This is an optimization exercise on Yosys and OpenROAD, whose aim is small area, a short achievable clock period and few clock cycles per item, not a production implementation.
At most, simulation tests tie the RTL to the original design; equivalence was not proved.
Function not checked in run 1: the RTL went through the layout flow alone.
Power is estimated from default activity; no workload was simulated.

==> flow/design.v, too long to show whole: its modules and the start of the top module <==
// module bqd_section: 1581 lines
module bqd_section (
    input  wire        clk,
    input  wire        rst,
    input  wire        in_valid,
    output wire        in_ready,
    input  wire [31:0] in_x,
    input  wire [31:0] in_b0,
    input  wire [31:0] in_b1,
    input  wire [31:0] in_b2,
    input  wire [31:0] in_a1,
    input  wire [31:0] in_a2,
    input  wire        in_bypass,
    output reg         out_valid,
    output reg  [31:0] out_y,
    output reg  [1:0]  out_sat
);
  // ...
==> flow/flow/run.sh <==
#!/bin/bash
# The standard ORFS layout with two changes:
# - Yosys's synth runs with -noabc, so the fine-grained netlist reaches
#   extract_fa before any ABC remapping and the adder tree maps to full-adder
#   cells without inverters between them. Registers, their names and cell
#   types are those of the standard synthesis.
# - every port still gets a buffer, but a plain buf_2 rather than the delay
#   buffer the resizer picks by default.
# - timing repair aims for 10.6 ns of setup slack, i.e. a 4.4 ns cycle; the
#   constraints and the clock period stay the design's.
set -euo pipefail
args=(SYNTH_ARGS=-noabc "BUFFER_PORTS_ARGS=-buffer_cell sky130_fd_sc_hd__buf_2" SETUP_SLACK_MARGIN=10.6)
bash standard.sh "${args[@]}" synth > synth.log 2>&1
bash standard.sh "${args[@]}" finish > layout.log 2>&1
==> flow/standard.sh <==
#!/bin/bash
# synth_recipe.tcl (not shown) runs the flow's synth.tcl, then flattens the netlist and writes it again
# the make line also repeats each setting of config.mk as NAME=value (left out here)
make -C /OpenROAD-flow-scripts/flow DESIGN_CONFIG=/design/flow/config.mk WORK_HOME=/design/flow/orfs CLKGATE_MAP_FILE= SYNTH_SCRIPT=/design/flow/synth_recipe.tcl "${@:-finish}"
==> flow/config.mk <==
export PLATFORM = sky130hd
export DESIGN_NAME = bqd_section
export DESIGN_NICKNAME = bqd_section
export VERILOG_FILES = /design/flow/design.v
export SDC_FILE = /design/flow/constraint.sdc
export NUM_CORES = 4
export LEC_CHECK = 0
export CAP_MARGIN = 20
export CORE_MARGIN = 2
export CORE_UTILIZATION = 60
export PLACE_DENSITY = 0.7
export SLEW_MARGIN = 20
==> flow/constraint.sdc <==
create_clock -name core_clock -period 15.0 [get_ports {clk}]
set_input_delay 3.0000 -clock core_clock [delete_from_list [all_inputs] [get_ports {clk}]]
set_output_delay 3.0000 -clock core_clock [all_outputs]
set_load 0.01 [all_outputs]
==> results.json, run 1 <==
{
  "status": "complete, no violations",
  "grt_pass1_vias": 32400,
  "layout_setup_ws_ns": 10.67,
  "rr_worst_depth": 10,
  "powerComb_mw": 8.00,
  "min_to": "c_valid$_SDFF_PP0_",
  "maxCapViolCount": 0,
  "crit_cells": 10,
  "yosysMostFrequentCell": "a22oi_1",
  "ys_ff_latch": 427,
  "post-route-period-util_pct": 28.9,
  "io_buffers": 231,
  "reg2reg_slack_ns": 10.67,
  "timing.slew.headroom_pct": 28.9,
  "crit_required_ns": 15.49,
  "final-nonclk-buf-share_pct": 4.46,
  "vias": 30400,
  "whs_ns": 0.439,
  "p_per_area_nw_per_um2": 276,
  "p_clk_share_pct": 11.6,
  "netlist.area_leader.share_pct": 29.8,
  "nets": 4447,
  "largestClassByArea": "multi-input combinational cells",
  "tapCellCount": 837,
  "cts.path.max_buffers": 3,
  "numCtsBuffers": 48,
  "fin_cells": 4454,
  "syn-num-nets": 4443,
  "fin_total_pwr_mw": 11.4,
  "pwr-share-comb_pct": 70.3,
  "skew_ns": 0.0259,
  "cts-hold-fix-buffers": 0,
  "met1_usage_pct": 50.8,
  "wl_met1_um": 45900,
  "pre_cts_ws_ns": 10.44,
  "final_util_pct": 66.5,
  "top_usage_layer": "met2"
}
==> inputs of run 2 (changes only) <==
--- a/flow/design.v
+++ b/flow/design.v
@@ -18,33 +18,33 @@
     reg         rdy;         
     assign in_ready = rdy;
     reg  [31:0] op_a;
     reg  [15:0] bo, bt, ng;  
     reg         p_last;
     reg         pf0, pf1, pf2, pf3;
     reg  [31:0] x1, x2;      
     reg  [31:0] r1, r2;      
+    reg         x1v, x2v, r1v, r2v;
     reg  [65:0] acs, acc;
-    reg         rst_r;       
     reg         c_valid;
     reg  [37:0] tq;          
     reg         r_valid;
     wire        byp = in_bypass;
     wire [31:0] a_sel = ({32{st[0] & ~byp}} & in_b0) |
                         ({32{st[1] & ~byp}} & in_b1) |
                         ({32{st[2] & ~byp}} & in_b2) |
                         ({32{st[3] & ~byp}} & in_a2) |
                         ({32{st[4] & ~byp}} & in_a1) |
                         {2'b00, st[0] & byp, 29'd0};
     wire [31:0] b_sel = ({32{st[0]}} & in_x) |
-                        ({32{st[1]}} & x1) |
-                        ({32{st[2]}} & x2) |
-                        ({32{st[3]}} & r2) |
-                        ({32{st[4]}} & r1);
+                        ({32{st[1] & x1v}} & x1) |
+                        ({32{st[2] & x2v}} & x2) |
+                        ({32{st[3] & r2v}} & r2) |
+                        ({32{st[4] & r1v}} & r1);
     wire        neg_sel = st[3] | st[4];
     wire [32:0] be = {b_sel, 1'b0};
     wire [15:0] bo_n, bt_n, ng_n;
     genvar gi;
     generate
         for (gi = 0; gi < 16; gi = gi + 1) begin : g_booth
             assign bo_n[gi] = be[2*gi+1] ^ be[2*gi];
             assign bt_n[gi] = (be[2*gi+2] & ~be[2*gi+1] & ~be[2*gi]) |
@@ -1533,42 +1533,46 @@
         ng      <= ng_n;
         acs     <= ts;
         acc     <= tc;
         tq      <= tsum_hi;
         out_y   <= yo;
         out_sat <= {st_hi | st_lo, samp_sat};
         pf2     <= st[0] & in_valid;
         if (st[0] | pf3) pf3 <= st[0] & in_valid;
-        rst_r   <= rst;
-        if (rst_r) begin
-            x1        <= 32'd0;
-            x2        <= 32'd0;
-            r1        <= 32'd0;
-            r2        <= 32'd0;
-        end else begin
-            if (st[4]) begin
-                x1 <= in_x;
-                x2 <= x1;
-            end
-            if (r_valid) begin
-                r1 <= rn;
-                r2 <= r1;
-            end
+        if (st[4]) begin
+            x1 <= in_x;
+            x2 <= x1;
+        end
+        if (r_valid) begin
+            r1 <= rn;
+            r2 <= r1;
         end
         if (rst) begin
             st        <= 5'b00001;
             rdy       <= 1'b0;
             pf0       <= 1'b0;
             pf1       <= 1'b1;
             p_last    <= 1'b0;
             c_valid   <= 1'b0;
             r_valid   <= 1'b0;
             out_valid <= 1'b0;
+            x1v       <= 1'b0;
+            x2v       <= 1'b0;
+            r1v       <= 1'b0;
+            r2v       <= 1'b0;
         end else begin
+            if (st[4]) begin
+                x1v <= 1'b1;
+                x2v <= x1v;
+            end
+            if (r_valid) begin
+                r1v <= 1'b1;
+                r2v <= r1v;
+            end
             pf0       <= st[0] & in_valid;
             pf1       <= st[0] & in_valid;
             rdy       <= st[3];
             p_last    <= st[4];
             c_valid   <= p_last;
             r_valid   <= c_valid;
             out_valid <= r_valid;
             if (st[0]) begin
==> flow/flow/run.sh (replaced) <==
#!/bin/bash
# The standard ORFS layout with two changes:
# - Yosys's synth runs with -noabc, so the fine-grained netlist reaches
#   extract_fa before any ABC remapping and the adder tree maps to full-adder
#   cells without inverters between them. Registers, their names and cell
#   types are those of the standard synthesis.
# - every port still gets a buffer, but a plain buf_2 rather than the delay
#   buffer the resizer picks by default.
# - timing repair aims for 11 ns of setup slack, i.e. a 4 ns cycle; the
#   constraints and the clock period stay the design's.
set -euo pipefail
args=(SYNTH_ARGS=-noabc "BUFFER_PORTS_ARGS=-buffer_cell sky130_fd_sc_hd__buf_2" SETUP_SLACK_MARGIN=11.0)
bash standard.sh "${args[@]}" synth > synth.log 2>&1
bash standard.sh "${args[@]}" finish > layout.log 2>&1
==> run 2 against run 1 <==
  * Sequential share of layout area is 1.9 points higher
  * Clock skew is 0.0039 ns higher
  * Setup slack better by 0.28 ns
  * Count of clock-buffer cells in the layout is 5 lower
  * Routed wire length is 9.6% higher
  * Non-clock buffer count is 129 higher
  * Combinational power is 7.5% higher
  * Global-route usage is 0.51 points higher
  * Design area is 7.7% higher
  * Highest routed layer unchanged
==> results.json, run 2 <==
{
  "status": "complete, no violations",
  "clock_latency_ns": 0.64,
  "routed_wl_um": 141000,
  "ys_ff_latch": 430,
  "yosysWarningCount": 1,
  "yosys-top-cells-area": "fa_1 (30%), dfxtp_1 (16%), xnor2_1 (13%)",
  "htreeDepth": 2,
  "crit_path_max_fanout": 1,
  "critical_path.top_delay_family": "flip-flops",
  "crit_chain": "buf_2",
  "ir_worst_vdd_mv": 0.236,
  "root_buffer": "clkbuf_16",
  "post-route-period-util_pct": 27.1,
  "crit_required_ns": 12.00,
  "fin_total_pwr_mw": 12.0,
  "dieArea_um2": 64800,
  "arrival_ns": 1.06,
  "synth_ff_type": "dfxtp_1",
  "dp.final_hpwl_um": 79000,
  "r2r-end": "acs[33]$_DFF_P_",
  "gp_congestion": 0.900,
  "min_path_cells": 1,
  "ant_nets": 0,
  "yosysMostFrequentCell": "a22oi_1",
  "async_flop_share_pct": 0,
  "hold_viol": 0,
  "min_period_ns": 4.06,
  "io_buffers": 231,
  "drt_iter0_drc": 5109,
  "numCtsBuffers": 48,
  "whs_ns": 0.444,
  "crit_slowest_cell": "dfxtp_1",
  "syn-num-nets": 4240,
  "die_y_um": 255,
  "grt_pass1_wl_um": 194000,
  "timing.slew.headroom_pct": 27.3,
  "synth_seq_area_share_pct": 26.3,
  "min_to": "r_valid$_SDFF_PP0_",
  "viasPerCell": 7.06,
  "path_class": "reg2out",
  "skew_ns": 0.0298,
  "drive_gt1_share_pct": 21.1,
  "top_regs": "acc x66, acs x66, tq x38",
  "drt-wirelength-per-cell_um": 31.9,
  "nets": 4394,
  "min-delay-start": "c_valid$_SDFF_PP0_",
  "ioPinCount": 232,
  "netlist_area_um2": 37700,
  "remaining_drc_errors": 0,
  "core.rowCount": 91,
  "cts.path.max_buffers": 3,
  "rsz0062_at_grt": "true",
  "leakage_nw": 16.8,
  "most-common-layout-cells": "a22oi_1 (591), xnor2_1 (535), fa_1 (518)",
  "rr_worst_depth": 9,
  "grt_overflow_total": 0,
  "worst_slew_pin_slew_ns": 1.09,
  "reg2reg_slack_ns": 10.94,
  "grt_pass1_vias": 31500,
  "end_kind": "output port",
  "track_usage_pct": 40.4,
  "syn_inst": 3369,
  "antenna_found_initial": 9,
  "max_stage_delay_ns": 0.31,
  "setup_viol": 0,
  "rr_startpoint": "op_a[7]$_DFF_P_",
  "p_per_area_nw_per_um2": 271,
  "cts_tree": "built",
  "crit_path_start_kind": "flop",
  "tns_ns": 0,
  "slew_violations": 0,
  "synthTopCellsByCount": "a22oi_1 (617), fa_1 (562), xnor2_1 (541)",
  "clock.fmax_mhz": 246,
  "vias": 31100,
  "syn2layout_area_growth_pct": 17.7,
  "netlist.area_leader.share_pct": 29.9,
  "clkSinkCount": 430,
  "synth_top_area_cell": "fa_1",
  "die_x_um": 255,
  "maxCapViolCount": 0,
  "path_buf_inv": 1,
  "drt_pass1_iterations": 10,
  "avgSynthCellArea_um2": 11.2,
  "layout_commonest_cell": "a22oi_1",
  "grt_max_degree": 68,
  "synth_edf_count": 129,
  "hold_class": "reg2reg",
  "synth_cell_types": 56,
  "core_area_um2": 61900,
  "clk_pin_slew_ns": 0.06,
  "initial_core_util_pct": 60.8
}
==> run 2: cell count changes after synthesis, moves of 25 or more <==
| cell | previous run | this run |
|---|---|---|
| edfxtp_1 | 1 | 129 |
| nand3_1 | 41 | 74 |
| a22oi_1 | 592 | 617 |
| dfxtp_1 | 426 | 301 |
| nor2_1 | 125 | 27 |
| mux2i_1 | 96 | 2 |
| o21ai_0 | 69 | 36 |
| a222oi_1 | 32 | 0 |
==> run 2: cells by family (layout without fill, tap and decap cells) <==
kind of cell	count (synthesis)	after routing	share of synthesized area [%]
buffers and inverters	396	590	4.01
other	0	6	0
xor gates and xnor gates	607	607	14.1
adders and majority gates	675	675	33.6
muxes	2	2	0.0532
DFF	430	430	26.3
AOI/OAI and AO/OA	806	806	15.5
and+or+nand+nor	453	453	6.39
==> run 2: metal layers <==
layer	up-vias	share of wire [%]	track usage, %
met4	8	7.3	21.3
li1	12000	-	-
met2	2888	44	62.2
met5	-	0.061	0
met3	905	15	13.0
met1	15300	34	51.1
==> run 2: through the flow <==
stage                     worst slack, ns  utilization (%)  area, um^2  std cells
after global routing                10.90             71.6       44300       4401
after CTS                           10.91             67.7       41900       4280
after detailed placement            10.55             63.4       39200       4172
after global placement              10.63             63.4       39200       4172
final                               10.94             71.6       44300       4406
after floorplan                     11.00                -       37700       3369
==> run 2: what timing repair did <==
action / in CTS / in global routing
buffers inserted: 16 / 83
setup endpoints to repair: 97 / 77
hold buffers: 0 / 0
resized for setup: 167 / 218
cloned: 2 / 37
pin swaps: 1 / 51
==> run 2: cell type report <==
| cell class | instances | area (um^2) |
|---|---|---|
| sequential | 430 | 10100 |
| clock inverter | 32 | 413 |
| clock buffer | 58 | 1270 |
| multi-input combinational | 2543 | 26600 |
| inverter | 51 | 191 |
| tap | 837 | 1050 |
| timing repair buffer | 449 | 4650 |
| antenna | 6 | 15.0 |
| fill | 4399 | 17600 |
==> run 2: power by group <==
group | switching (mW) | leakage, nW | internal (mW) | total [mW]
clock network | 0.542 | 0.805 | 0.732 | 1.27
registers | 0.369 | 3.71 | 1.78 | 2.15
logic | 4.56 | 12.3 | 4.04 | 8.60
total | 5.47 | 16.8 | 6.56 | 12.0
==> run 2: worst max-delay path by stage <==
stage,slack (ns),end,startpoint,cells past startpoint
global route,10.90,acs[33]$_DFF_P_,bo[2]$_DFF_P_,9
floorplan,11.00,acs[35]$_DFF_P_,ng[7]$_DFF_P_,9
detailed placement,10.55,acs[29]$_DFF_P_,bo[11]$_DFF_P_,8
global placement,10.63,acs[34]$_DFF_P_,bo[11]$_DFF_P_,8
CTS,10.91,out_y[16],out_y[16]$_DFF_P_,1
finish,10.94,out_y[16],out_y[16]$_DFF_P_,1
Testbench counts of run 2, summed over its fixed seeds: cycles 80,024, items 16,000.
==> inputs of run 3 (changes only) <==
--- a/flow/config.mk
+++ b/flow/config.mk
@@ -9,4 +9,5 @@
 export CORE_MARGIN = 2
-export CORE_UTILIZATION = 60
-export PLACE_DENSITY = 0.7
+export CORE_UTILIZATION = 70
+export CTS_BUF_LIST = sky130_fd_sc_hd__clkbuf_8
+export PLACE_DENSITY = 0.78
 export SLEW_MARGIN = 20
==> run 3 against run 2 <==
  * Still clean
  * Sequential share of layout area up 0.54 points
  * Setup slack worse by 0.054 ns
  * Sequential power about the same
  * Critical path depth unchanged
  * Synthesized area stayed put
  * Fmax down 1.3%
  * Register-to-register slack improved by 0.03 ns
  * Clock power fell by 16%
  * Non-clock buffer count fell by 40
  * Via count down 0.43%
  * Critical path type unchanged
  * Critical endpoint is now out_y[30]
==> results.json, run 3 <==
{
  "status": "complete, no violations",
  "min_period_ns": 4.11,
  "grt_max_degree": 72,
  "grt_overflow_total": 0,
  "netlist.area_leader.share_pct": 29.9,
  "cts-hold-fix-buffers": 0,
  "drt_iter0_drc": 5225,
  "vias": 31000,
  "viasPerCell": 7.26,
  "crit_slowest_cell": "dfxtp_1",
  "die_x_um": 236,
  "core.rowCount": 85,
  "remaining_drc_errors": 0,
  "ir_worst_vdd_mv": 0.240,
  "top_usage_layer": "met2",
  "numCtsBuffers": 74,
  "die_y_um": 236,
  "clk_pin_slew_ns": 0.06,
  "nets": 4380,
  "rsz0062_at_grt": "true",
  "antenna_found_initial": 5,
  "stdcell_area_um2": 43300,
  "cts.path.max_buffers": 3,
  "root_buffer": "clkbuf_8",
  "path_buf_inv": 1,
  "synth_top_area_cell": "fa_1",
  "gp_congestion": 0.967,
  "path_class": "reg2out",
  "worst_slew_pin_slew_ns": 0.958,
  "syn_inst": 3369,
  "grt_use_met2_pct": 69.2,
  "min-delay-start": "r1[22]$_SDFFCE_PN1P_",
  "synth_seq_area_share_pct": 26.3,
  "dp.final_hpwl_um": 77800,
  "critical_path.top_delay_family": "flip-flops",
  "crit_chain": "buf_2",
  "cts_tree": "built",
  "crit_path_start_kind": "flop",
  "async_flop_share_pct": 0,
  "yosys-top-cells-area": "fa_1 (30%), dfxtp_1 (16%), xnor2_1 (13%)",
  "min_to": "r2[22]$_DFFE_PP_",
  "maxCapViolCount": 0,
  "hold_class": "reg2reg",
  "min_path_cells": 0,
  "layout_commonest_cell": "a22oi_1",
  "max_stage_delay_ns": 0.31,
  "crit_required_ns": 12.00,
  "arrival_ns": 1.11,
  "clock_latency_ns": 0.71,
  "setup_viol": 0,
  "most-common-layout-cells": "a22oi_1 (586), xnor2_1 (533), fa_1 (532)",
  "netlist_area_um2": 37700,
  "rr_startpoint": "bo[10]$_DFF_P_",
  "leakage_nw": 16.6,
  "hold_viol": 0,
  "crit_path_max_fanout": 1,
  "grt_pass1_wl_um": 191000,
  "tns_ns": 0,
  "ys_ff_latch": 430,
  "rr_worst_depth": 9,
  "clkSinkCount": 430,
  "synth_edf_count": 129,
  "slew_violations": 0,
  "post-route-period-util_pct": 27.4,
  "r2r-end": "acs[39]$_DFF_P_",
  "drt-wirelength-per-cell_um": 32.2,
  "syn2layout_area_growth_pct": 15.0,
  "met1_usage_pct": 57.8,
  "p_per_area_nw_per_um2": 270,
  "routed_wl_um": 138000,
  "clock.fmax_mhz": 243,
  "syn-num-nets": 4240,
  "end_kind": "output port",
  "initial_core_util_pct": 70.4,
  "synthTopCellsByCount": "a22oi_1 (617), fa_1 (562), xnor2_1 (541)",
  "skew_ns": 0.0433,
  "drive_gt1_share_pct": 20.4,
  "yosysWarningCount": 1,
  "avgSynthCellArea_um2": 11.2,
  "reg2reg_slack_ns": 10.97,
  "ioPinCount": 232,
  "placed_area_um2": 39000,
  "io_buffers": 231,
  "synth_ff_type": "dfxtp_1",
  "htreeDepth": 3,
  "fin_total_pwr_mw": 11.7,
  "core_area_um2": 53500,
  "dieArea_um2": 55700,
  "grt_pass1_vias": 32200,
  "nFillCells": 3085,
  "ant_nets": 0,
  "top_regs": "acc x66, acs x66, tq x38",
  "use_met3_pct": 16.5,
  "yosysMostFrequentCell": "a22oi_1",
  "drt_pass1_iterations": 14,
  "track_usage_pct": 45.9,
  "timing.slew.headroom_pct": 36.1,
  "synth_cell_types": 56
}
-- run 3: changes by cell type in the layout (fill, tap and decap cells not counted), moves of 7 or more --
cell	change
clkbuf_16	-54
clkbuf_8	+82
inv_1	+26
buf_12	-16
fa_2	-14
fa_1	+14
clkbuf_1	-7
buf_4	-24
-- run 3: worst max path at each step --
| stage | end | from | cells past startpoint |
|---|---|---|---|
| 6_report | out_y[30] | out_y[30]$_DFF_P_ | 1 |
| 5_1_grt | out_y[16] | out_y[16]$_DFF_P_ | 1 |
| 4_1_cts | out_y[16] | out_y[16]$_DFF_P_ | 1 |
| 3_5_place_dp | acs[30]$_DFF_P_ | op_a[28]$_DFF_P_ | 9 |
| 3_3_place_gp | acs[35]$_DFF_P_ | op_a[28]$_DFF_P_ | 9 |
| 2_1_floorplan | acs[35]$_DFF_P_ | ng[7]$_DFF_P_ | 9 |
-- run 3: metal layers --
metal  up-vias  wire length (um)
met2      3049             58800
met3       968             22800
met1     15000             45000
met5         -                38
met4         2             10900
li1      11900                 -
-- run 3: timing repair --
| action | 4_1_cts | 5_1_grt |
|---|---|---|
| pin swaps | 0 | 35 |
| setup buffers | 20 | 50 |
| resized for setup | 164 | 192 |
| cloned | 0 | 31 |
| setup endpoints to repair | 99 | 83 |
-- run 3: per-stage QoR --
stage	worst slack (ns)	std cells	hold slack, ns	util [%]
final	10.89	4267	0.448	80.9
after global routing	10.87	4265	0.450	80.9
after CTS	10.87	4181	0.437	77.5
after detailed placement	10.42	4027	0.436	73.0
after global placement	10.57	4027	0.419	73.0
after floorplan	11.00	3369	0.414	-
-- run 3: cell type report --
| type | instances | area [um^2] | area share (%) |
|---|---|---|---|
| Tap cell | 696 | 871 | 2.01 |
| Clock buffer | 84 | 1160 | 2.67 |
| Sequential cell | 430 | 10100 | 23.4 |
| Timing Repair Buffer | 409 | 4030 | 9.31 |
| Antenna cell | 4 | 10.0 | 0.0231 |
| Inverter | 51 | 191 | 0.442 |
| Multi-Input combinational cell | 2543 | 26600 | 61.5 |
| Clock inverter | 50 | 290 | 0.670 |
-- run 3: power breakdown --
group | total, mW | switching (mW) | leakage (nW) | internal (mW)
Clock | 1.07 | 0.527 | 0.848 | 0.539
Combinational | 8.45 | 4.49 | 12.0 | 3.96
Sequential | 2.16 | 0.376 | 3.71 | 1.78
-- run 3: logic make-up (layout without fill, tap and decap cells) --
logic type               count (synthesis)  count (layout)  synth area share, %
adder cells (fa/ha/maj)                675             675                 33.6
buffers and inverters                  396             594                 4.01
multiplexers                             2               2               0.0532
AO/OA/AOI/OAI                          806             806                 15.5
XOR/XNOR                               607             607                 14.1
flip-flops                             430             430                 26.3
AND/OR/NAND/NOR                        453             453                 6.39
other                                    0               4                    0
==> inputs of run 4 (changes only) <==
--- a/flow/flow/run.sh
+++ b/flow/flow/run.sh
@@ -8,6 +8,6 @@
 #   buffer the resizer picks by default.
-# - timing repair aims for 11 ns of setup slack, i.e. a 4 ns cycle; the
+# - timing repair aims for 10.7 ns of setup slack, i.e. a 4.3 ns cycle; the
 #   constraints and the clock period stay the design's.
 set -euo pipefail
-args=(SYNTH_ARGS=-noabc "BUFFER_PORTS_ARGS=-buffer_cell sky130_fd_sc_hd__buf_2" SETUP_SLACK_MARGIN=11.0)
+args=(SYNTH_ARGS=-noabc "BUFFER_PORTS_ARGS=-buffer_cell sky130_fd_sc_hd__buf_2" SETUP_SLACK_MARGIN=10.7)
 bash standard.sh "${args[@]}" synth > synth.log 2>&1
==> run 4 against run 3 <==
  * Sequential power about the same
  * Largest power group unchanged
  * Setup slack worse by 0.22 ns
  * Clock power up 5%
  * First-iteration DRC count down 20%
  * Cell count down 2.3%
  * Largest cell class unchanged
  * Hold slack worse by 0.0067 ns
  * Still clean
==> results.json, run 4 <==
{
  "worst_slew_pin_slew_ns": 0.928,
  "reg2reg_slack_ns": 10.66,
  "p_per_area_nw_per_um2": 280,
  "clkSinkCount": 430,
  "timing.slew.headroom_pct": 38.1,
  "ioPinCount": 232,
  "final_util_pct": 76.4,
  "synth_seq_area_share_pct": 26.3,
  "syn2layout_area_growth_pct": 8.50,
  "post-route-period-util_pct": 28.9,
  "synth_top_area_cell": "fa_1",
  "io_buffers": 231,
  "maxCapViolCount": 0,
  "whs_ns": 0.442,
  "yosysWarningCount": 1,
  "syn_inst": 3369,
  "grt_max_degree": 71,
  "clk_pin_slew_ns": 0.07,
  "fin_cells": 4168,
  "path_class": "reg2reg",
  "drt_iter0_drc": 4155,
  "root_buffer": "clkbuf_8",
  "pre_cts_ws_ns": 10.49,
  "status": "complete, no violations",
  "clock_latency_ns": 0.71,
  "core.rowCount": 85,
  "syn-num-nets": 4240,
  "netlist.area_leader.share_pct": 29.9,
  "core_area_um2": 53500,
  "end_kind": "flop",
  "hold_class": "reg2reg",
  "most-common-layout-cells": "a22oi_1 (617), fa_1 (562), xnor2_1 (541)",
  "initial_core_util_pct": 70.4,
  "slew_violations": 0,
  "ir_worst_vdd_mv": 0.228,
  "netlist_area_um2": 37700,
  "dp.cells": 4033,
  "layout_commonest_cell": "a22oi_1",
  "drt_pass1_iterations": 10,
  "grt_overflow_total": 0,
  "gp_congestion": 0.952,
  "cts_tree": "built",
  "nFillCells": 3565,
  "remaining_drc_errors": 0,
  "synthTopCellsByCount": "a22oi_1 (617), fa_1 (562), xnor2_1 (541)",
  "die_y_um": 236,
  "layout_setup_ws_ns": 10.66,
  "drt-wirelength-per-cell_um": 30.3,
  "crit_required_ns": 15.54,
  "viasPerCell": 7.14,
  "ys_ff_latch": 430,
  "numCtsBuffers": 73,
  "avgSynthCellArea_um2": 11.2,
  "routed_wl_um": 126000,
  "min_period_ns": 4.34,
  "top_regs": "acc x66, acs x66, tq x38",
  "rsz0062_at_grt": "false",
  "async_flop_share_pct": 0,
  "crit_path_max_fanout": 33,
  "synth_cell_types": 56,
  "grt_pass1_vias": 31900,
  "dieArea_um2": 55700,
  "vias": 29800,
  "cts.path.max_buffers": 3,
  "tns_ns": 0,
  "skew_ns": 0.0413,
  "setup_viol": 0,
  "leakage_nw": 15.6,
  "crit_path_start_kind": "flop",
  "arrival_ns": 4.88,
  "drive_gt1_share_pct": 14.8,
  "synth_ff_type": "dfxtp_1",
  "hold_viol": 0,
  "ant_nets": 0,
  "dp.final_hpwl_um": 77300,
  "clock.fmax_mhz": 231,
  "cts-hold-fix-buffers": 0,
  "nets": 4286,
  "yosysMostFrequentCell": "a22oi_1",
  "htreeDepth": 3,
  "track_usage_pct": 45.6,
  "yosys-top-cells-area": "fa_1 (30%), dfxtp_1 (16%), xnor2_1 (13%)",
  "die_x_um": 236,
  "antenna_found_initial": 2,
  "synth_edf_count": 129,
  "grt_pass1_wl_um": 190000
}
==> run 4: cells by family (layout without fill, tap and decap cells) <==
logic type / Yosys count / after routing / share of synthesized area, %
AO/OA/AOI/OAI: 806 / 806 / 15.5
XOR/XNOR: 607 / 607 / 14.1
buffers and inverters: 396 / 496 / 4.01
adder cells (fa/ha/maj): 675 / 675 / 33.6
multiplexers: 2 / 2 / 0.0532
other: 0 / 3 / 0
flip-flops: 430 / 430 / 26.3
AND/OR/NAND/NOR: 453 / 453 / 6.39
==> run 4: timing repair <==
item | in CTS | in global routing
buffers inserted | 0 | 1
gates resized for setup | 16 | 45
setup endpoints to repair | 31 | 40
==> run 4: metal layers <==
metal  routed length (um)  vias to the layer above  GRT usage [%]
met5                    0                        -          0.260
li1                     -                    11800              -
met4                 8180                        0           25.1
met3                18400                      731           14.9
met2                55900                     2606           68.7
met1                43600                    14700           58.7
==> run 4: worst max-delay path: stages (launching register included) <==
cell,delay (ns)
dfxtp_2,0.31
buf_4,0.50
a22oi_1,0.24
xnor2_1,0.30
fa_1,0.49
fa_1,0.51
fa_1,0.44
fa_1,0.42
fa_1,0.45
fa_1,0.50
==> run 4: where the power goes <==
part           total, mW  internal, mW  switching [mW]  leakage, nW
sequential          2.15          1.78           0.369         3.69
clock               1.12         0.584           0.535        0.857
combinational       8.19          3.79            4.40         11.1
total               11.5          6.15            5.30         15.6
==> run 4: final cells by class <==
cell class / count / area, um^2 / area share [%]
Clock buffer: 89 / 1220 / 3.00
Inverter: 51 / 191 / 0.468
Timing Repair Buffer: 316 / 1970 / 4.83
Antenna cell: 3 / 7.51 / 0.0184
Sequential cell: 430 / 9990 / 24.4
Multi-Input combinational cell: 2543 / 26300 / 64.4
Tap cell: 696 / 871 / 2.13
Clock inverter: 40 / 294 / 0.719
==> run 4: path summary, 6_finish.rpt <==
| kind | endpoint | cells after the start | start |
|---|---|---|---|
| max reg2reg | acs[35]$_DFF_P_ | 9 | bo[4]$_DFF_P_ |
| max | acs[35]$_DFF_P_ | 9 | bo[4]$_DFF_P_ |
| min reg2reg | x2[10]$_DFFE_PP_ | 0 | x1[10]$_DFFE_PP_ |
| min | x2[10]$_DFFE_PP_ | 0 | x1[10]$_DFFE_PP_ |
==> run 4: stage by stage <==
step	power, mW	cell area (um^2)
after floorplan	7.64	37700
after global placement	9.67	39100
after detailed placement	10.1	39100
after CTS	11.3	40600
after global routing	12.6	40900
final	11.5	40900
==> inputs of run 5 (changes only) <==
--- a/flow/flow/run.sh
+++ b/flow/flow/run.sh
@@ -6,8 +6,8 @@
 #   types are those of the standard synthesis.
-# - every port still gets a buffer, but a plain buf_2 rather than the delay
+# - every port still gets a buffer, but a plain buf_1 rather than the delay
 #   buffer the resizer picks by default.
-# - timing repair aims for 10.7 ns of setup slack, i.e. a 4.3 ns cycle; the
+# - timing repair aims for 11 ns of setup slack, i.e. a 4 ns cycle; the
 #   constraints and the clock period stay the design's.
 set -euo pipefail
-args=(SYNTH_ARGS=-noabc "BUFFER_PORTS_ARGS=-buffer_cell sky130_fd_sc_hd__buf_2" SETUP_SLACK_MARGIN=10.7)
+args=(SYNTH_ARGS=-noabc "BUFFER_PORTS_ARGS=-buffer_cell sky130_fd_sc_hd__buf_1" SETUP_SLACK_MARGIN=11.0)
 bash standard.sh "${args[@]}" synth > synth.log 2>&1
==> run 5 against run 4 <==
  * Still clean on timing, DRC and antenna
  * Sequential power hardly changed
  * Count of clock-buffer cells in the layout is 3 lower
  * Critical path depth is 8 lower
  * Routed wire length is 14% higher
  * Total power is 3.9% higher
  * Register-to-register slack better by 0.30 ns
==> results.json, run 5 <==
{
  "maxCapViolCount": 0,
  "netlist.area_leader.share_pct": 29.9,
  "yosys-top-cells-area": "fa_1 (30%), dfxtp_1 (16%), xnor2_1 (13%)",
  "p_per_area_nw_per_um2": 272,
  "final_util_pct": 81.8,
  "drt-wirelength-per-cell_um": 33.3,
  "routed_wl_um": 144000,
  "netlist_area_um2": 37700,
  "post-route-period-util_pct": 27.7,
  "multi_input_area_um2": 26600,
  "pre_cts_ws_ns": 10.52,
  "async_flop_share_pct": 0,
  "timing.slew.headroom_pct": 27.0,
  "remaining_drc_errors": 0,
  "dp.final_hpwl_um": 77800,
  "yosysMostFrequentCell": "a22oi_1",
  "antenna_found_initial": 9,
  "cts-hold-fix-buffers": 0,
  "htreeDepth": 3,
  "root_buffer": "clkbuf_8",
  "met2_length_um": 59800,
  "clk_pin_slew_ns": 0.07,
  "synth_cell_types": 56,
  "hold_class": "reg2reg",
  "highest_layer": "met5",
  "crit_path_max_fanout": 1,
  "ir_worst_vdd_mv": 0.210,
  "dieArea_um2": 55700,
  "cts_tree": "built",
  "synth_ff_type": "dfxtp_1",
  "core.rowCount": 85,
  "grt_pass1_wl_um": 195000,
  "grt_max_degree": 73,
  "placed_area_um2": 38800,
  "numCtsBuffers": 75,
  "layout_commonest_cell": "a22oi_1",
  "ioPinCount": 232,
  "yosysWarningCount": 1,
  "synth_edf_count": 129,
  "crit_path_start_kind": "flop",
  "stdcell_area_um2": 43800,
  "synth_top_area_cell": "fa_1",
  "wl_met1_um": 45400,
  "gp_congestion": 0.990,
  "tns_ns": 0,
  "crit_slowest_cell": "dfxtp_2",
  "status": "complete, no violations",
  "ant_nets": 0,
  "whs_ns": 0.438,
  "synth_seq_area_share_pct": 26.3,
  "synthTopCellsByCount": "a22oi_1 (617), fa_1 (562), xnor2_1 (541)",
  "crit_required_ns": 12.00,
  "max_stage_delay_ns": 0.35,
  "setup_viol": 0,
  "worst_slew_pin_slew_ns": 1.10,
  "most-common-layout-cells": "a22oi_1 (594), xnor2_1 (534), fa_1 (519)",
  "critical_path.top_delay_family": "flip-flops",
  "drt_iter0_drc": 5906,
  "fin_total_pwr_mw": 11.9,
  "ys_ff_latch": 430,
  "avgSynthCellArea_um2": 11.2,
  "syn-num-nets": 4240,
  "io_buffers": 231,
  "layout_setup_ws_ns": 10.85,
  "vias": 32000,
  "top_regs": "acc x66, acs x66, tq x38",
  "rsz0062_at_grt": "true",
  "cts.path.max_buffers": 3,
  "min_period_ns": 4.15,
  "crit_chain": "buf_6",
  "leakage_nw": 16.4,
  "initial_core_util_pct": 70.4,
  "path_class": "reg2out",
  "die_y_um": 236,
  "die_x_um": 236,
  "grt_pass1_vias": 32600,
  "ff_latch_area_um2": 10100,
  "grt_overflow_total": 0,
  "dp.cells": 4029,
  "core_area_um2": 53500,
  "arrival_ns": 1.15,
  "slew_violations": 0,
  "nets": 4430,
  "skew_ns": 0.0784,
  "drive_gt1_share_pct": 16.6,
  "hold_viol": 0,
  "viasPerCell": 7.40,
  "syn2layout_area_growth_pct": 16.2,
  "track_usage_pct": 46.9,
  "clock.fmax_mhz": 241,
  "drt_pass1_iterations": 14,
  "path_buf_inv": 1,
  "clkSinkCount": 430,
  "wl_met3_um": 25300,
  "clock_latency_ns": 0.72,
  "fin_cells": 4321,
  "end_kind": "output port",
  "syn_inst": 3369,
  "nFillCells": 3072
}
run 5: cell counts after synthesis:
Identical to the previous run, type by type.
run 5: routing by layer:
layer,vias up,global-route usage [%]
li1,12100,-
met1,15400,58.6
met2,3357,69.5
met3,1185,17.3
met4,8,28.8
met5,-,1.30
run 5: where the power goes:
group | switching, mW | internal (mW) | leakage (nW)
sequential | 0.378 | 1.78 | 3.71
combinational | 4.58 | 4.04 | 11.8
clock | 0.547 | 0.572 | 0.843
run 5: cell families after synthesis:
logic type / share of synthesized area, %
fa+ha+maj: 33.6
xor+xnor: 14.1
buf+inv: 4.01
mux: 0.0532
flops: 26.3
compound gates: 15.5
simple gates: 6.39
run 5: path summary, 6_finish.rpt:
path	from	endpoint	slack (ns)	cells past startpoint
setup / recovery	out_y[1]$_DFF_P_	out_y[1]	10.85	1
hold reg to reg	x1[7]$_DFFE_PP_	x2[7]$_DFFE_PP_	0.44	0
setup reg to reg	bo[13]$_DFF_P_	acs[48]$_DFF_P_	10.96	10
hold / removal	x1[7]$_DFFE_PP_	x2[7]$_DFFE_PP_	0.44	0
run 5: area by class of cell:
type | instances | area share [%]
multi-input combinational | 2543 | 60.8
tap | 696 | 1.99
timing repair buffer | 458 | 10.1
sequential | 430 | 23.2
inverter | 51 | 0.437
clock buffer | 86 | 2.70
antenna | 8 | 0.0457
clock inverter | 49 | 0.769
run 5: repair_timing:
item | CTS | global route
cloned | 2 | 39
buffers inserted | 17 | 90
pin swaps | 0 | 53
hold endpoints to repair | 0 | 0
setup endpoints to repair | 117 | 87
gates resized for setup | 195 | 228
==> inputs of run 6 (changes only) <==
--- a/flow/config.mk
+++ b/flow/config.mk
@@ -9,5 +9,5 @@
 export CORE_MARGIN = 2
-export CORE_UTILIZATION = 70
+export CORE_UTILIZATION = 80
 export CTS_BUF_LIST = sky130_fd_sc_hd__clkbuf_8
-export PLACE_DENSITY = 0.78
+export PLACE_DENSITY = 0.86
 export SLEW_MARGIN = 20
==> run 6 against run 5 <==
  * The flow now stops in global routing (5_1_grt)
  * Synthesized area unchanged
  * Synthesized cell count unchanged
==> results.json, run 6 <==
{
  "synthTopCellsByCount": "a22oi_1 (617), fa_1 (562), xnor2_1 (541)",
  "synth_edf_count": 129,
  "cts-hold-fix-buffers": 0,
  "cts.path.max_buffers": 3,
  "io_buffers": 231,
  "clkSinkCount": 430,
  "yosysMostFrequentCell": "a22oi_1",
  "syn_inst": 3369,
  "root_buffer": "clkbuf_8",
  "synth_cell_types": 56,
  "synth_seq_area_share_pct": 26.3,
  "grt_overflow_total": 20,
  "syn-num-nets": 4240,
  "netlist_area_um2": 37700,
  "yosys-top-cells-area": "fa_1 (30%), dfxtp_1 (16%), xnor2_1 (13%)",
  "numCtsBuffers": 73,
  "ys_ff_latch": 430,
  "status": "stopped before the end",
  "async_flop_share_pct": 0,
  "error_line": "[ERROR GRT-0232] Routing congestion too high. Check the congestion heatmap in the GUI.",
  "die_x_um": 221,
  "avgSynthCellArea_um2": 11.2,
  "gp_congestion": 0.960,
  "crit_endpoint": "out_valid",
  "synth_ff_type": "dfxtp_1",
  "initial_core_util_pct": 80.9,
  "die_y_um": 221,
  "dp.final_hpwl_um": 79100,
  "worst-ep-kind": "primary output",
  "htreeDepth": 3,
  "grt_max_degree": 70,
  "track_usage_pct": 80.1,
  "failing_step": "global routing (5_1_grt)",
  "ioPinCount": 232,
  "synth_top_area_cell": "fa_1",
  "netlist.area_leader.share_pct": 29.9,
  "core.rowCount": 79,
  "yosysWarningCount": 1
}
run 6: cells by family after synthesis:
| kind of cell | after synthesis | synth area share, % |
|---|---|---|
| xor gates and xnor gates | 607 | 14.1 |
| adders and majority gates | 675 | 33.6 |
| buffers and inverters | 396 | 4.01 |
| DFF | 430 | 26.3 |
| AOI/OAI and AO/OA | 806 | 15.5 |
| and+or+nand+nor | 453 | 6.39 |
| muxes | 2 | 0.0532 |
run 6: how the worst max path moves through the flow:
| stage | from | endpoint | slack, ns | depth (start not counted) |
|---|---|---|---|---|
| after floorplan | ng[7]$_DFF_P_ | acs[35]$_DFF_P_ | 11.00 | 9 |
| after global placement | op_a[28]$_DFF_P_ | acs[34]$_DFF_P_ | 10.56 | 9 |
| after detailed placement | op_a[28]$_DFF_P_ | acs[34]$_DFF_P_ | 10.46 | 9 |
| after CTS | out_valid$_SDFF_PP0_ | out_valid | 10.82 | 1 |
run 6: power groups by stage:
| stage | clock [mW] | combinational, mW | sequential [mW] |
|---|---|---|---|
| 2_1_floorplan | 0 | 5.67 | 1.97 |
| 3_3_place_gp | 0 | 7.21 | 2.17 |
| 3_5_place_dp | 0 | 7.91 | 2.18 |
| 4_1_cts | 1.13 | 8.25 | 2.14 |
run 6: per-stage QoR:
| step | setup WS [ns] | cell area (um^2) | cells | utilization, % |
|---|---|---|---|---|
| CTS | 10.82 | 41500 | 4099 | 89.1 |
| detailed placement | 10.46 | 38600 | 3939 | 83.0 |
| global placement | 10.56 | 38600 | 3939 | 83.0 |
| floorplan | 11.00 | 37700 | 3369 | - |
run 6: timing repair:
action / 4_1_cts
setup buffers: 21
gates cloned: 5
pin swaps: 3
setup endpoints to repair: 102
resized for setup: 227
run 6: metal layers:
metal,global-route usage [%],overflow
met5,47.1,0
met4,79.3,11
met3,68.5,1
met2,94.2,8
met1,78.8,0

[port drivers added, routing unchanged]
The flow's constraints put no driver on any port. The routed layouts listed below were extracted and timed again, unchanged, in two steps.
Step 1: set_driving_cell puts a clkbuf_16 on clk and a buf_2 on each other input, an assumption about the parent block.
Step 2, shift: input delay + t, output delay - t, t = (earliest + latest rising clock arrival at the registers) / 2. This alone moves slack from input paths to output paths.
Three values: ideal, step 1, step 2; two values: the first two.
run	t, ns	setup WS [ns]	hold WS [ns]
run 1	0.673	10.666 / 10.666 / 10.666	0.439 / 0.439 / 0.439
run 2	0.681	10.942 / 10.886 / 10.638	0.444 / 0.444 / 0.444
run 3	0.744	10.888 / 10.831 / 10.611	0.448 / 0.448 / 0.448
run 4	0.744	10.663 / 10.663 / 10.582	0.442 / 0.442 / 0.442
run 5	0.738	10.851 / 10.796 / 10.534	0.438 / 0.438 / 0.438
After both steps setup and hold are still met in every run listed. For run 5, which loses most, drivers alone change the setup slack by -0.055 ns; drivers and shift together by -0.317 ns.
